From an optimization exercise on the open Yosys and OpenROAD flow, aimed at small area and a short achievable clock period; shortcuts taken in it are not production practice.
The RTL was checked by simulation tests, not by an equivalence proof against the original design.

`design/flow/design.v`:
```
module epi_f16_norm (
    input  wire [15:0] h,
    output wire [10:0] n,       
    output wire [4:0]  me,      
    output wire [3:0]  lz,      
    output wire        zero,
    output wire        inf,
    output wire        nan
);
    wire [4:0] e  = h[14:10];
    wire       ez = (e == 5'd0);
    wire       e1 = (e == 5'h1f);
    wire       mz = (h[9:0] == 10'd0);
    assign me   = ez ? 5'd1 : e;
    assign zero = ez & mz;
    assign inf  = e1 & mz;
    assign nan  = e1 & ~mz;
    epi_lzshift #(.W(11), .LW(4)) u_n (.x({~ez, h[9:0]}), .en(1'b1), .y(n), .lz(lz));
endmodule
module epi_bias_widen (
    input  wire [31:0] bias,
    input  wire        fp16,
    output reg  [31:0] b
);
    wire [10:0] n;
    wire [4:0]  me;
    wire [3:0]  lz;
    wire        zero, inf, nan;
    epi_f16_norm u_h (.h(bias[15:0]), .n(n), .me(me), .lz(lz), .zero(zero), .inf(inf), .nan(nan));
    wire [7:0] e = {3'd0, me} + 8'd112 - {4'd0, lz};
    always @* begin
        if (!fp16)
            b = bias;
        else if (inf | nan)
            b = {bias[15], 8'hff, bias[9:0], 13'd0};
        else if (zero)
            b = {bias[15], 31'd0};
        else
            b = {bias[15], e, n[9:0], 13'd0};
    end
endmodule
module epi_align (
    input  wire [23:0] m,
    input  wire [4:0]  d,
    output wire [26:0] y
);
    wire [26:0] sh = {m, 3'b000} >> d;
    wire [23:0] so;
    genvar i;
    generate
        assign so[0] = m[0];
        for (i = 1; i < 24; i = i + 1) begin : g_so
            assign so[i] = so[i-1] | m[i];
        end
    endgenerate
    wire [4:0] dm4 = d - 5'd4;
    wire       st  = (d >= 5'd4) ? so[dm4] : 1'b0;
    assign y = {sh[26:1], sh[0] | st};
endmodule
module epi_pipe #(
    parameter W  = 1,
    parameter EN = 1
) (
    input  wire         clk,
    input  wire [W-1:0] d,
    output wire [W-1:0] q
);
    generate
        if (EN != 0) begin : g_r
            reg [W-1:0] r;
            always @(posedge clk) r <= d;
            assign q = r;
        end else begin : g_w
            assign q = d;
        end
    endgenerate
endmodule
module epi_lzshift #(
    parameter W  = 32,
    parameter LW = 5
) (
    input  wire [W-1:0]  x,
    input  wire          en,
    output wire [W-1:0]  y,
    output wire [LW-1:0] lz
);
    wire [W-1:0] s [0:LW];
    assign s[LW] = x;
    genvar k;
    generate
        for (k = LW - 1; k >= 0; k = k - 1) begin : g_s
            assign lz[k]  = en & ~|s[k+1][W-1 -: (1 << k)];
            assign s[k]   = lz[k] ? (s[k+1] << (1 << k)) : s[k+1];
        end
    endgenerate
    assign y = s[0];
endmodule
module epi_nar0 (
    input  wire [7:0] e,
    input  wire [3:0] fmt,
    output wire [5:0] r
);
    reg [7:0] k;
    reg [5:0] base;
    always @* begin
        case (fmt)
            4'h6:    begin k = 8'd134; base = 6'd21; end    
            4'h9:    begin k = 8'd149; base = 6'd28; end    
            4'ha:    begin k = 8'd142; base = 6'd29; end    
            default: begin k = 8'd158; base = 6'd0;  end    
        endcase
    end
    wire [8:0] t  = {1'b0, k} - {1'b0, e};
    wire       tn = t[8];                                    
    wire [5:0] tc = (t[7:0] > 8'd33) ? 6'd33 : t[5:0];
    assign r = (tn || tc < base) ? base : tc;
endmodule
module epi_nar1 (
    input  wire [31:0] a,
    input  wire        nan,
    input  wire [3:0]  fmt,
    input  wire [5:0]  r,
    output reg  [31:0] inc,
    output reg         cin,
    output reg  [2:0]  sel,      
    output reg  [2:0]  flg
);
    wire        s   = a[31];
    wire [7:0]  e   = a[30:23];
    wire [31:0] w   = {(e != 8'd0), a[22:0], 8'd0};
    wire [33:0] ext = {w, 2'b00} >> r;
    wire [31:0] kept = ext[33:2];
    wire        g    = ext[1];
    wire [31:0] so;
    genvar i;
    generate
        assign so[0] = w[0];
        for (i = 1; i < 32; i = i + 1) begin : g_so
            assign so[i] = so[i-1] | w[i];
        end
    endgenerate
    wire [5:0]  rm2 = r - 6'd2;
    wire        st  = (r >= 6'd2) ? so[rm2[4:0]] : 1'b0;
    wire        rup = g & (st | kept[0]);
    wire huge = (e >= 8'd159);
    reg  over;
    always @* begin
        case (fmt)
            4'h0:    over = s ? ((|kept) | rup)
                              : ((|kept[31:8]) | ((&kept[7:0]) & rup));
            4'h2:    over = s ? ((|kept[31:4]) | (kept[3] & ((|kept[2:0]) | rup)))
                              : ((|kept[31:3]) | ((&kept[2:0]) & rup));
            4'h3:    over = s ? ((|kept[31:8]) | (kept[7] & ((|kept[6:0]) | rup)))
                              : ((|kept[31:7]) | ((&kept[6:0]) & rup));
            4'h4:    over = s ? ((|kept[31:16]) | (kept[15] & ((|kept[14:0]) | rup)))
                              : ((|kept[31:15]) | ((&kept[14:0]) & rup));
            default: over = s ? (kept[31] & ((|kept[30:0]) | rup))
                              : (kept[31] | ((&kept[30:0]) & rup));
        endcase
    end
    wire [7:0] e112 = e - 8'd112;
    wire [7:0] e120 = e - 8'd120;
    wire       bf_rup = a[15] & ((|a[14:0]) | a[16]);
    wire       e4_sat = (e > 8'd135) || ((e == 8'd135) && (a[22:19] >= 4'b1101));
    always @* begin
        inc = 32'd0;
        cin = 1'b0;
        sel = 3'd0;
        flg = 3'd0;
        case (fmt)
            4'h0, 4'h2, 4'h3, 4'h4, 4'h5: begin
                inc = s ? ~kept : kept;
                cin = s ? ~rup : rup;
                if (nan) begin
                    sel = 3'd0; flg = 3'b001;
                end else if (huge | over) begin
                    sel = 3'd2; flg = 3'b010;
                end else
                    sel = 3'd1;
            end
            4'h6: begin
                if (e > 8'd142)
                    inc = 32'h00007c00;
                else begin
                    inc = {17'd0, (e >= 8'd113) ? e112[4:0] : 5'd0, kept[9:0]};
                    cin = rup;
                end
                sel = nan ? 3'd3 : 3'd1;
                flg = {2'b00, nan};
            end
            4'h7: begin
                inc = {17'd0, a[30:16]};
                cin = bf_rup;
                sel = nan ? 3'd3 : 3'd1;
                flg = {2'b00, nan};
            end
            4'h8: begin
                inc = {1'b0, a[30:0]};
                sel = nan ? 3'd3 : 3'd1;
                flg = {2'b00, nan};
            end
            4'h9: begin
                inc = {25'd0, (e >= 8'd121) ? e120[3:0] : 4'd0, kept[2:0]};
                cin = rup;
                if (nan) begin
                    sel = 3'd3; flg = 3'b001;
                end else if (e4_sat) begin
                    sel = 3'd2; flg = 3'b100;
                end else
                    sel = 3'd1;
            end
            4'ha: begin
                if (e > 8'd142)
                    inc = 32'h0000007c;
                else begin
                    inc = {25'd0, (e >= 8'd113) ? e112[4:0] : 5'd0, kept[1:0]};
                    cin = rup;
                end
                sel = nan ? 3'd3 : 3'd1;
                flg = {2'b00, nan};
            end
            default: ;
        endcase
    end
endmodule
module epi_nar2 (
    input  wire [31:0] inc,
    input  wire        cin,
    input  wire [2:0]  sel,
    input  wire        s,
    input  wire [3:0]  fmt,
    output reg  [31:0] q
);
    wire [31:0] sum = inc + {31'd0, cin};
    reg  [31:0] mask, satv, nanv;
    reg  [31:0] val;
    always @* begin
        case (fmt)
            4'h0:    begin mask = 32'h000000ff; satv = s ? 32'h00000000 : 32'h000000ff; end
            4'h2:    begin mask = 32'h0000000f; satv = s ? 32'h00000008 : 32'h00000007; end
            4'h3:    begin mask = 32'h000000ff; satv = s ? 32'h00000080 : 32'h0000007f; end
            4'h4:    begin mask = 32'h0000ffff; satv = s ? 32'h00008000 : 32'h00007fff; end
            4'h5:    begin mask = 32'hffffffff; satv = s ? 32'h80000000 : 32'h7fffffff; end
            4'h6, 4'h7:
                     begin mask = 32'h00007fff; satv = 32'd0; end
            4'h9:    begin mask = 32'h0000007f; satv = {24'd0, s, 7'h7e}; end
            4'ha:    begin mask = 32'h0000007f; satv = 32'd0; end
            default: begin mask = 32'h7fffffff; satv = 32'd0; end
        endcase
        case (fmt)
            4'h6:    nanv = 32'h00007e00;
            4'h7:    nanv = 32'h00007fc0;
            4'h9:    nanv = 32'h0000007f;
            4'ha:    nanv = 32'h0000007e;
            default: nanv = 32'h7fc00000;
        endcase
        case (fmt)
            4'h6, 4'h7: val = {16'd0, s, sum[14:0]};
            4'h8:       val = {s, sum[30:0]};
            4'h9, 4'ha: val = {24'd0, s, sum[6:0]};
            default:    val = sum & mask;
        endcase
        case (sel)
            3'd1:    q = val;
            3'd2:    q = satv;
            3'd3:    q = nanv;
            default: q = 32'd0;
        endcase
    end
endmodule
module epilogue_unit (
    input  wire        clk,
    input  wire        rst,           
    input  wire        in_valid,
    input  wire [31:0] in_y,          
    input  wire [15:0] in_sc,         
    input  wire [15:0] in_sx,         
    input  wire [31:0] in_bias,       
    input  wire        in_bias_fp16,  
    input  wire        in_null,       
    input  wire        in_relu,       
    input  wire [3:0]  in_fmt,        
    output wire        out_valid,
    output wire [31:0] out_data,      
    output wire [2:0]  out_flags      
);
    localparam C0 = 1;    
    localparam CA = 0;
    localparam CB = 1;
    localparam CC = 1;
    localparam CD = 0;
    localparam CE = 1;
    localparam CF = 1;
    localparam CG = 0;
    localparam CH = 1;
    localparam CI = 0;
    localparam LAT = C0 + CA + CB + CC + CD + CE + CF + CG + CH + CI + 1;
    reg [LAT-1:0] vld;
    always @(posedge clk) begin
        if (rst)
            vld <= {LAT{1'b0}};
        else
            vld <= {vld[LAT-2:0], in_valid};
    end
    assign out_valid = vld[LAT-1];
    wire [31:0] y, bias;
    wire [15:0] sc, sx;
    wire        b16, nul, relu0;
    wire [3:0]  fmt0;
    epi_pipe #(.W(103), .EN(C0)) p0 (.clk(clk),
        .d({in_y, in_sc, in_sx, in_bias, in_bias_fp16, in_null, in_relu, in_fmt}),
        .q({y, sc, sx, bias, b16, nul, relu0, fmt0}));
    wire        ys   = y[31];
    wire [31:0] ymag = ys ? (32'd0 - y) : y;
    wire        yz   = (y == 32'd0);
    wire [10:0] cn, xn;
    wire [4:0]  cme, xme;
    wire [3:0]  clz, xlz;
    wire        cz, cinf, cnan, xz, xinf, xnan;
    epi_f16_norm u_c (.h(sc), .n(cn), .me(cme), .lz(clz), .zero(cz), .inf(cinf), .nan(cnan));
    epi_f16_norm u_x (.h(sx), .n(xn), .me(xme), .lz(xlz), .zero(xz), .inf(xinf), .nan(xnan));
    wire [31:0] b_a;
    epi_bias_widen u_b (.bias(bias), .fp16(b16), .b(b_a));
    wire vsign_a = ys ^ sc[15] ^ sx[15];
    wire anyinf  = cinf | xinf;
    wire anyzero = yz | cz | xz;
    reg  [3:0] vsp_a;    
    always @* begin
        if (xnan)                          vsp_a = 4'b1011;
        else if (nul)                      vsp_a = 4'b1000;
        else if (sx == 16'h0000)           vsp_a = 4'b1100;
        else if (cnan | (anyinf & anyzero)) vsp_a = 4'b1011;
        else if (anyinf)                   vsp_a = {1'b1, vsign_a, 2'b10};
        else if (anyzero)                  vsp_a = {1'b1, vsign_a, 2'b00};
        else                               vsp_a = {1'b0, vsign_a, 2'b00};
    end
    wire [31:0] ymag_b;
    wire [10:0] cn_b, xn_b;
    wire [4:0]  cme_b, xme_b;
    wire [3:0]  clz_b, xlz_b;
    wire [3:0]  vsp_b;
    wire [31:0] b_b;
    wire        relu_b;
    wire [3:0]  fmt_b;
    epi_pipe #(.W(32+22+10+8+4+32+5), .EN(CA)) pa (.clk(clk),
        .d({ymag,   cn,   xn,   cme,   xme,   clz,   xlz,   vsp_a, b_a, relu0,  fmt0}),
        .q({ymag_b, cn_b, xn_b, cme_b, xme_b, clz_b, xlz_b, vsp_b, b_b, relu_b, fmt_b}));
    wire [31:0] yn;
    wire [4:0]  ylz;
    epi_lzshift #(.W(32), .LW(5)) u_yn (.x(ymag_b), .en(1'b1), .y(yn), .lz(ylz));
    wire [21:0] p = cn_b * xn_b;
    wire [7:0]  pe = {3'd0, cme_b} + {3'd0, xme_b} - {4'd0, clz_b} - {4'd0, xlz_b};
    wire [23:0] yt_c;       
    wire        yst_c;
    wire [4:0]  ylz_c;
    wire [21:0] p_c;
    wire [7:0]  pe_c;
    wire [3:0]  vsp_c;
    wire [31:0] b_c;
    wire        relu_c;
    wire [3:0]  fmt_c;
    epi_pipe #(.W(24+1+5+22+8+4+32+5), .EN(CB)) pb (.clk(clk),
        .d({yn[30:7], |yn[6:0], ylz,   p,   pe,   vsp_b, b_b, relu_b, fmt_b}),
        .q({yt_c,     yst_c,    ylz_c, p_c, pe_c, vsp_c, b_c, relu_c, fmt_c}));
    wire        yrup = yt_c[0] & (yst_c | yt_c[1]);
    wire [45:0] prod = {1'b1, yt_c[23:1]} * p_c + (yrup ? {24'd0, p_c} : 46'd0);
    wire [8:0]  ev0  = 9'd128 - {4'd0, ylz_c} + {pe_c[7], pe_c};
    wire [26:0] pr_d;       
    wire        pst_d;      
    wire [8:0]  ev0_d;
    wire [3:0]  vsp_d;
    wire [31:0] b_d;
    wire        relu_d;
    wire [3:0]  fmt_d;
    epi_pipe #(.W(27+1+9+4+32+5), .EN(CC)) pc (.clk(clk),
        .d({prod[45:19], |prod[18:0], ev0,   vsp_c, b_c, relu_c, fmt_c}),
        .q({pr_d,        pst_d,       ev0_d, vsp_d, b_d, relu_d, fmt_d}));
    wire        l45 = pr_d[26];
    wire        l44 = ~pr_d[26] & pr_d[25];
    wire [23:0] m   = l45 ? pr_d[26:3] : l44 ? pr_d[25:2] : pr_d[24:1];
    wire        mg  = l45 ? pr_d[2] : l44 ? pr_d[1] : pr_d[0];
    wire        mst = pst_d | ((l45 | l44) & pr_d[0]) | (l45 & pr_d[1]);
    wire        mrup = mg & (mst | m[0]);
    wire [24:0] mr  = {1'b0, m} + {24'd0, mrup};
    wire [8:0]  ev  = ev0_d + {7'd0, l45, l44} + {8'd0, mr[24]};
    wire [31:0] v   = vsp_d[3] ? {vsp_d[2], {8{vsp_d[1]}}, vsp_d[0], 22'd0}
                               : {vsp_d[2], ev[7:0], mr[22:0]};
    wire [31:0] v_e, b_e;
    wire        relu_e;
    wire [3:0]  fmt_e;
    epi_pipe #(.W(32+32+5), .EN(CD)) pd (.clk(clk),
        .d({v,   b_d, relu_d, fmt_d}),
        .q({v_e, b_e, relu_e, fmt_e}));
    wire [7:0]  va_e = v_e[30:23];
    wire [7:0]  vb_e = b_e[30:23];
    wire        a_nan = (va_e == 8'hff) & (v_e[22:0] != 23'd0);
    wire        b_nan = (vb_e == 8'hff) & (b_e[22:0] != 23'd0);
    wire        a_inf = (va_e == 8'hff) & (v_e[22:0] == 23'd0);
    wire        b_inf = (vb_e == 8'hff) & (b_e[22:0] == 23'd0);
    wire        eff_sub = v_e[31] ^ b_e[31];
    wire        znan = a_nan | b_nan | (a_inf & b_inf & eff_sub);
    wire        swap = b_e[30:0] > v_e[30:0];
    wire [7:0]  a_ee = (va_e == 8'd0) ? 8'd1 : va_e;
    wire [7:0]  b_ee = (vb_e == 8'd0) ? 8'd1 : vb_e;
    wire [7:0]  d8   = swap ? (b_ee - a_ee) : (a_ee - b_ee);
    wire [4:0]  d    = (d8 > 8'd27) ? 5'd27 : d8[4:0];
    wire [31:0] l    = swap ? b_e : v_e;
    wire [31:0] s    = swap ? v_e : b_e;
    wire        l_inf = (l[30:23] == 8'hff);
    wire [23:0] s_m  = l_inf ? 24'd0 : {(s[30:23] != 8'd0), s[22:0]};
    wire [31:0] l_f;
    wire [23:0] s_m_f;
    wire [4:0]  d_f;
    wire        sub_f, nan_f, relu_f;
    wire [3:0]  fmt_f;
    epi_pipe #(.W(32+24+5+3+4), .EN(CE)) pe_ (.clk(clk),
        .d({l,   s_m,   d,   eff_sub, znan,  relu_e, fmt_e}),
        .q({l_f, s_m_f, d_f, sub_f,   nan_f, relu_f, fmt_f}));
    wire [26:0] s_al;
    epi_align u_al (.m(s_m_f), .d(d_f), .y(s_al));
    wire [26:0] l_al = {(l_f[30:23] != 8'd0), l_f[22:0], 3'b000};
    wire [27:0] sum  = {1'b0, l_al} + ({1'b0, s_al} ^ {28{sub_f}}) + {27'd0, sub_f};
    wire [27:0] sum_g;
    wire [8:0]  le_g;       
    wire        sub_g, nan_g, relu_g;
    wire [3:0]  fmt_g;
    epi_pipe #(.W(28+9+3+4), .EN(CF)) pf (.clk(clk),
        .d({sum,   l_f[31:23], sub_f, nan_f, relu_f, fmt_f}),
        .q({sum_g, le_g,       sub_g, nan_g, relu_g, fmt_g}));
    wire        l_sub = (le_g[7:0] == 8'd0);
    wire [26:0] nn;
    wire [4:0]  nlz;
    epi_lzshift #(.W(27), .LW(5)) u_nz (.x(sum_g[26:0]), .en(~l_sub), .y(nn), .lz(nlz));
    wire [26:0] n  = sum_g[27] ? {sum_g[27:2], |sum_g[1:0]} : nn;
    wire [8:0]  ne = sum_g[27] ? ({1'b0, le_g[7:0]} + 9'd1) : ({1'b0, le_g[7:0]} - {4'd0, nlz});
    wire        zz = (sum_g == 28'd0);
    wire [26:0] n_h;
    wire [8:0]  ne_h;
    wire        zz_h, ls_h, sub_h, nan_h, relu_h;
    wire [3:0]  fmt_h;
    epi_pipe #(.W(27+9+5+4), .EN(CG)) pg (.clk(clk),
        .d({n,   ne,   zz,   le_g[8], sub_g, nan_g, relu_g, fmt_g}),
        .q({n_h, ne_h, zz_h, ls_h,    sub_h, nan_h, relu_h, fmt_h}));
    wire        nrup = n_h[2] & (n_h[1] | n_h[0] | n_h[3]);
    wire [24:0] rr   = {1'b0, n_h[26:3]} + {24'd0, nrup};
    wire [8:0]  fe   = ne_h + {8'd0, rr[24]};
    reg  [31:0] z;
    always @* begin
        if (nan_h)
            z = 32'h7fc00000;
        else if (zz_h)
            z = {ls_h & ~sub_h, 31'd0};
        else if (fe >= 9'd255)
            z = {ls_h, 8'hff, 23'd0};
        else
            z = {ls_h, fe[7:0], rr[22:0]};
    end
    wire [31:0] act = (relu_h & z[31] & ~nan_h) ? 32'd0 : z;
    wire [5:0]  r;
    epi_nar0 u_n0 (.e(act[30:23]), .fmt(fmt_h), .r(r));
    wire [31:0] a_i;
    wire        nan_i;
    wire [3:0]  fmt_i;
    wire [5:0]  r_i;
    epi_pipe #(.W(32+1+4+6), .EN(CH)) ph (.clk(clk),
        .d({act, nan_h, fmt_h, r}),
        .q({a_i, nan_i, fmt_i, r_i}));
    wire [31:0] inc;
    wire        cin;
    wire [2:0]  sel, flg;
    epi_nar1 u_n1 (.a(a_i), .nan(nan_i), .fmt(fmt_i), .r(r_i),
                   .inc(inc), .cin(cin), .sel(sel), .flg(flg));
    wire [31:0] inc_j;
    wire        cin_j, s_j;
    wire [2:0]  sel_j, flg_j;
    wire [3:0]  fmt_j;
    epi_pipe #(.W(32+1+1+3+3+4), .EN(CI)) pi (.clk(clk),
        .d({inc,   cin,   a_i[31], sel,   flg,   fmt_i}),
        .q({inc_j, cin_j, s_j,     sel_j, flg_j, fmt_j}));
    wire [31:0] q;
    epi_nar2 u_n2 (.inc(inc_j), .cin(cin_j), .sel(sel_j), .s(s_j), .fmt(fmt_j), .q(q));
    epi_pipe #(.W(35), .EN(1)) po (.clk(clk), .d({q, flg_j}), .q({out_data, out_flags}));
endmodule
```
`design/flow/run.sh`:
```
#!/bin/bash
# synth_recipe.tcl (not shown) runs the flow's synth.tcl, then flattens the netlist and writes it again
# the make line also repeats each setting of config.mk as NAME=value (left out here)
make -C /OpenROAD-flow-scripts/flow DESIGN_CONFIG=/design/flow/config.mk WORK_HOME=/design/flow/orfs CLKGATE_MAP_FILE= SYNTH_SCRIPT=/design/flow/synth_recipe.tcl finish
```
`design/flow/config.mk`:
```
export PLATFORM = sky130hd
export DESIGN_NAME = epilogue_unit
export DESIGN_NICKNAME = epilogue_unit
export VERILOG_FILES = /design/flow/design.v
export SDC_FILE = /design/flow/constraint.sdc
export NUM_CORES = 4
export LEC_CHECK = 0
export ABC_AREA = 1
export CAP_MARGIN = 20
export CORE_MARGIN = 2
export CORE_UTILIZATION = 40
export SLEW_MARGIN = 20
```
`design/flow/constraint.sdc`:
```
create_clock -name core_clock -period 30.0 [get_ports {clk}]
set_input_delay 6.0000 -clock core_clock [delete_from_list [all_inputs] [get_ports {clk}]]
set_output_delay 6.0000 -clock core_clock [all_outputs]
set_load 0.01 [all_outputs]
```
==> impl_metrics.csv <==
group,metric,value,unit
status,status,"no timing/DRC/antenna violations",
synthesis,yosysMostFrequentCell,"nand2_1",
route,drt_first_pass_iters,7,
clocking,clock_sinks,478,
floorplan,rows,131,
synthesis,ys.flop_type,"dfxtp_1",
worst_setup_path,cpPeakStageDelay,450,ps
clocking,cts_max_level,2,
synthesis,synthTopCellsByArea,"fa_1, dfxtp_1, nand2_1, inv_1, ha_1",
floorplan,num_io_pins,142,
synthesis,yosys_warnings,15,
timing,skew,86.6,ps
synthesis,yosys.area.top_type,"fa_1",
cells_and_area,synthToLayoutAreaGrowth,9.39,%
synthesis,synth-seq-area-share,0.186,
synthesis,async_reset_ff_frac,0,
floorplan,core,0.128,sq mm
synthesis,synth_edf_count,0,
worst_setup_path,cp.arrival,9970,ps
global_routing,grt_pass1_vias,46100,
clocking,cts_tree,"done",
global_routing,antenna_found_initial,3,
worst_setup_path,crit_path_top_delay_cell,"nand3_2",
route,avgViaCountPerCell,5.10,
floorplan,initial_core_util,0.404,
placed_design,dp_cells,8872,
synthesis,avgSynthCellArea,7.10,sq um
route,dr.first_iter.drc_count,3199,
clocking,clock_latency,690,ps
clocking,cts_root_buf,"clkbuf_16",
timing,timing.final.crit_period,9350,ps
worst_setup_path,endpoint_kind,"flip-flop",
floorplan,die_x,363,um
cells_and_area,fillCellCount,13200,
worst_setup_path,path_common_cell,"nand2_1",
worst_setup_path,worstPathMaxFanout,31,
placed_design,portBuffers,141,
timing,fmax,107,MHz
synthesis,yosysTopAreaCellShare,0.214,
hold_path,hold_path_class,"reg -> reg",
worst_setup_path,critical_path.top_delay_family,"simple AND/OR/NAND/NOR gates",
synthesis,synthTopCellsByCount,"nand2_1, inv_1, nor2_1",
global_routing,grt_max_degree,71,
timing,finalSetupTns,0,ps
timing,worst_pin_slew,1230,ps
timing,final.period_utilization,0.312,
route,drtAntennaViolNets,0,
route,drcViolationCount,0,
worst_setup_path,required,30620,ps
route,via_count,45800,
worst_setup_path,crit_buf_inv,5,
clocking,post-cts-setup-buffers,0,
synthesis,synthDistinctLibCells,72,
clocking,numCtsBuffers,55,
placed_design,dp_slack,20410,ps
clocking,cts.repair.resized,0,
timing,relSlewSlack,0.181,
route,post_drt_wl_per_cell,16.8,um
floorplan,die_area,0.132,sq mm
timing,hold_ws,295,ps
synthesis,syn-instance-count,7263,
global_routing,grt_use_total,0.230,
synthesis,syn_nets,8283,
synthesis,syn_area,0.0516,sq mm
worst_setup_path,setup.worst_path.start_class,"flip-flop",
timing,slew_viol_final,0,
cells_and_area,drive_above_1_share,0.0427,
cells_and_area,fin_cells,8976,
clocking,clk_path_buf_depth,3,
placed_design,dp_hpwl,123000,um
placed_design,gp_congestion,0.975,
floorplan,chipHeight,363,um
global_routing,overflow,0,
worst_setup_path,path_class,"reg -> reg",
synthesis,synth_seq_cells,478,
global_routing,grt_pass1_wl,245000,um
clocking,cts.clk_slew.worst_paths,60,ps
cells_and_area,multi_input_area,0.0356,sq mm
timing,grt_setup_unrepaired,"false",
route,routed_wl,151000,um
clocking,ctsHoldBuffers,0,
timing,hold_viol_final,0,
flow_run,max_cap_violations,0,
cells_and_area,seq_area,0.00958,sq mm
cells_and_area,fin_nets,8287,
timing,finalSetupViolCount,0,
timing,fin_ws,20650,ps
## layer usage
layer  vias to the layer above  global-route usage  share of wire
li1                      22500                   -              -
met1                     21700               0.291           0.43
met2                      1280               0.407           0.48
met3                       293              0.0228          0.049
met4                         0              0.0818          0.036
met5                         -                   0              0
## cell type report
cell class	instances	share of cell area
inverters	1394	0.0928
diodes	1	0.0000444
flip-flops and latches	478	0.170
clock buffers	68	0.0265
repair buffers	201	0.0331
clock inverters	35	0.00900
multi-input cells	5137	0.632
well taps	1662	0.0369
## sequential cells by signal, summed over array words and instances (netlist names)
register / cells
vld: 7
pf.g_r.r: 44
pc.g_r.r: 77
p0.g_r.r: 103
pb.g_r.r: 101
ph.g_r.r: 43
po.g_r.r: 35
pe_.g_r.r: 68
## through the flow
stage	util	area, sq um
after floorplan	-	51600
after global placement	0.426	54400
after detailed placement	0.426	54400
after CTS	0.442	56400
after global routing	0.442	56400
final	0.442	56400
## cell families after synthesis
| logic type | Yosys count | share of synthesized area |
|---|---|---|
| AO/OA/AOI/OAI | 912 | 0.0993 |
| buffers and inverters | 1648 | 0.124 |
| AND/OR/NAND/NOR | 3102 | 0.254 |
| XOR/XNOR | 196 | 0.0333 |
| adder cells (fa/ha/maj) | 914 | 0.302 |
| multiplexers | 13 | 0.00252 |
| flip-flops | 478 | 0.186 |
## final timing paths
kind / start / to / slack [ps] / depth (start not counted)
setup / recovery: pf.g_r.r[8]$_DFF_P_ / ph.g_r.r[2]$_DFF_P_ / 20650 / 57
hold / removal: p0.g_r.r[4]$_DFF_P_ / pb.g_r.r[4]$_DFF_P_ / 290 / 0
setup reg to reg: pf.g_r.r[8]$_DFF_P_ / ph.g_r.r[2]$_DFF_P_ / 20650 / 57
hold reg to reg: p0.g_r.r[4]$_DFF_P_ / pb.g_r.r[4]$_DFF_P_ / 290 / 0
## layout by cell type (no fill, tap or decap), drive strengths merged, types with 12 or more instances in the layout
cell type         n
nor3             78
a31oi            22
nor2            595
xnor2            51
nor4             31
o21ai           420
ha              363
a22oi            12
nand2          1867
buf              60
inv            1389
o21bai           17
o21a             16
o211ai           31
o22ai            31
fa              551
or2              33
nand3           391
dfxtp           478
clkinv           27
xor2            145
clkbuf           68
nand3b           15
a21oi           289
clkdlybuf4s50   141
nand4            74
mux2i            13

==> static timing again, ports no longer ideal <==
How much do the figures lean on ideal ports? The routed layout below was timed once more, with nothing changed but the port constraints. Step 1, drivers: a clkbuf_16 drives clk and a buf_2 each remaining input, both assumed. Step 2 adds t to the input delays and takes it off the output delays; t is the mean of the earliest and latest rising clock arrival at the registers after step 1. Input paths then give back, and output paths get back, about the clock's delay inside the block. Slacks: ideal / step 1 / step 2; pairs: ideal / step 1.
t, ns: 0.716
setup slack, ns: 20.646 / 20.646 / 20.646
worst setup path at the end: register to register
worst data-port slew with drivers (ns): 0.07
After both steps this run still meets setup and hold. The setup slack of this run moves by 0.000 ns with the drivers and by 0.000 ns with both steps.
